This is an optimization exercise on Yosys and OpenROAD, whose aim is small area, a short achievable clock period and few clock cycles per item, not a production implementation. Only simulation tests tie the RTL to the original design; equivalence was not proved. Power is estimated from default activity; no workload was simulated.

red:
// filet_dec
module filet_dec (
    input  wire        clk,
    input  wire        rst,           
    input  wire        in_valid,
    output wire        in_ready,
    input  wire [31:0] in_data,
    input  wire        in_last,       
    input  wire [1:0]  cfg_depth,     
    input  wire [12:0] cfg_len0,      
    input  wire [12:0] cfg_len1,      
    input  wire [12:0] cfg_len2,      
    output reg         out_valid,
    input  wire        out_ready,
    output reg  [19:0] out_data,
    output reg         out_eos,       
    output reg         out_eol,       
    output reg         out_err        
);
    localparam S_IDLE  = 3'd0;        
    localparam S_HDR   = 3'd1;        
    localparam S_SMP   = 3'd2;        
    localparam S_END   = 3'd3;        
    localparam S_FLUSH = 3'd4;        
    localparam S_DRAIN = 3'd5;        
    function [2:0] ff8(input [7:0] x);
        casez (x)
        8'b???????1: ff8 = 3'd0;
        8'b??????10: ff8 = 3'd1;
        8'b?????100: ff8 = 3'd2;
        8'b????1000: ff8 = 3'd3;
        8'b???10000: ff8 = 3'd4;
        8'b??100000: ff8 = 3'd5;
        8'b?1000000: ff8 = 3'd6;
  ...
export LEC_CHECK = 0
export ABC_AREA = 1
export CAP_MARGIN = 20
export CORE_MARGIN = 2
export CORE_UTILIZATION = 40
export SLEW_MARGIN = 20
create_clock -name core_clock -period 24.0 [get_ports {clk}]
standard.sh (not shown) runs the stock make flow with config.mk's settings and CLKGATE_MAP_FILE= SYNTH_SCRIPT=/design/flow/synth_recipe.tcl, a recipe that flattens the netlist after the stock synthesis.
==> flow/flow/run.sh <==
#!/bin/bash
# The standard layout, with the timing repair steps asked to leave a
# larger setup margin than the flow settings allow, so they work on the
# critical paths. The SDC, clock period and everything else are unchanged.
set -euo pipefail
bash standard.sh SETUP_SLACK_MARGIN=18 TNS_END_PERCENT=0 finish > standard_make.log 2>&1
Testbench counts of red, summed over its fixed seeds: cycles 113,654, samples 109,175.
--- input diff red..blue ---
diff --git a/flow/design.v b/flow/design.v
--- a/flow/design.v
+++ b/flow/design.v
@@ -236,14 +236,15 @@
     wire        x12  = (r2dep == 2'd1);
     wire [20:0] mk   = ~(21'h1FFFFF << k);
     wire [20:0] uesc = x10 ? {10'd0, ext[10:0]} : x12 ? {8'd0, ext[12:0]} : ext;
     wire [19:0] yverb = x10 ? {10'd0, ext[9:0]} : x12 ? {8'd0, ext[11:0]} : ext[19:0];
     wire [24:0] urice = ({20'd0, r2m} << k) | {4'd0, ext & mk};
     wire [24:0] u     = r2esc ? {4'd0, uesc} : urice;
     wire        endok = got_last && pad_ok;
+    wire        big   = (u[24:21] != 4'd0) || (e[5:3] != 3'd0 && u[20:18] != 3'd0);
     always @(posedge clk)
         if (en && r2h) begin
             e    <= ext[10:5];
             k    <= hk;
             verb <= (hk == 5'd31);
         end
     reg         r3v, r3eos, r3eol, r3err, r3ss, r3verb, r3big, r3two;
@@ -257,31 +258,31 @@
             r3eos  <= r2eos;
             r3eol  <= r2eol;
             r3err  <= r2err || (st == S_END && (ovr || !endok));
             r3ss   <= r2ss;
             r3verb <= r2verb;
             r3dep  <= r2dep;
             r3q    <= r2verb ? {1'b0, yverb} : ({1'b0, u[20:1]} ^ {21{u[0]}});
-            r3two  <= r2v && !r2verb && (u[24:21] == 4'd0) && (e[5:3] != 3'd0);
-            r3big  <= !r2verb && (u[24:21] != 4'd0);
+            r3two  <= r2v && !r2verb && !big && (e[5:3] != 3'd0);
+            r3big  <= !r2verb && big;
         end
     end
     wire        y10 = (r3dep == 2'd0);
     wire        y12 = (r3dep == 2'd1);
     wire [19:0] init = y10 ? 20'h00200 : y12 ? 20'h00800 : 20'h80000;
     wire [19:0] top  = y10 ? 20'h003FF : y12 ? 20'h00FFF : 20'hFFFFF;
     reg         ph;                   
     assign      hold = r3two && !ph;
     wire [3:0]  dgt  = hold ? {e[5:3], 1'b0} : {e[2:0], 1'b1};
     wire [19:0] base = (r3ss && !ph) ? init : out_data;
-    wire signed [23:0] qq = hold ? {r3q, 3'd0} : {{3{r3q[20]}}, r3q};
-    wire signed [28:0] t  = $signed({9'd0, base}) + qq * $signed({1'b0, dgt});
-    wire        neg  = t[28];
-    wire        over = y10 ? (t[27:10] != 18'd0) :
-                       y12 ? (t[27:12] != 16'd0) : (t[27:20] != 8'd0);
+    wire signed [20:0] qq = hold ? {r3q[17:0], 3'd0} : r3q;
+    wire signed [25:0] t  = $signed({6'd0, base}) + qq * $signed({1'b0, dgt});
+    wire        neg  = t[25];
+    wire        over = y10 ? (t[24:10] != 15'd0) :
+                       y12 ? (t[24:12] != 13'd0) : (t[24:20] != 5'd0);
     wire [19:0] y    = r3verb ? r3q[19:0] :
                        r3big  ? (r3q[20] ? 20'd0 : top) :
                        neg    ? 20'd0 :
                        over   ? top : t[19:0];
     always @(posedge clk) begin
         if (rst) begin
             out_valid <= 1'b0;
--- outcome ---
Total wire length after detailed routing came out lower on blue than on red. The launch point of the critical path comes out out_data[17]$_DFFE_PP_ in one run and out_data[12]$_DFFE_PP_ in the other, namely in blue and red respectively. Compared with red, in blue DRC violation total after the first TritonRoute iteration saw an increase; number of ordinary and repair buffers in the finished layout moved up. The path depth of the worst reg2reg path in red is 1.06 times that in blue. blue has number of gates resized after cts above what red had. | final critical-path share of the clock period | blue vs red | 0.18 points lower |. Area of all placed cells without fillers for blue: 2.1% down relative to red. Against red as the reference, blue delivers a higher area growth from synthesis to layout. Going from red to blue, the final cell count without fillers was found to have gone down by about 1.4%. [blue] final worst setup slack rose 42 ps relative to red. Leakage power, blue vs red: down by a few percent.
Testbench counts of blue, summed over its fixed seeds: cycles 113,654, samples 109,175.

==> afterwards: timing with drivers on the ports <==
Ports are ideal in the flow. The routed layouts listed here were re-timed in OpenROAD.
Step 1 assumes that a clkbuf_16 drives the clock port and a buf_2 every other input.
Step 2 adds t to the input delays and takes it off the output delays; t is the mean of the earliest and latest rising clock arrival at the registers after step 1. Input paths then give back, and output paths get back, about the clock's delay inside the block.
Slacks: ideal / step 1 / step 2; pairs: ideal / step 1.
| run | t, ns | slack for setup (ns) | worst setup path after step 2 | worst register clock-pin slew, ns | worst data-port slew with drivers (ns) |
|---|---|---|---|---|---|
| red | 0.660 | 17.838 / 17.780 / 17.297 | input to register | 0.07 / 0.07 | 0.05 |
| blue | 0.635 | 17.880 / 17.823 / 17.320 | input to register | 0.07 / 0.07 | 0.06 |
After both steps every run listed still meets setup and hold. For blue, which loses most, drivers alone change the setup slack by -0.057 ns; drivers and shift together by -0.560 ns.
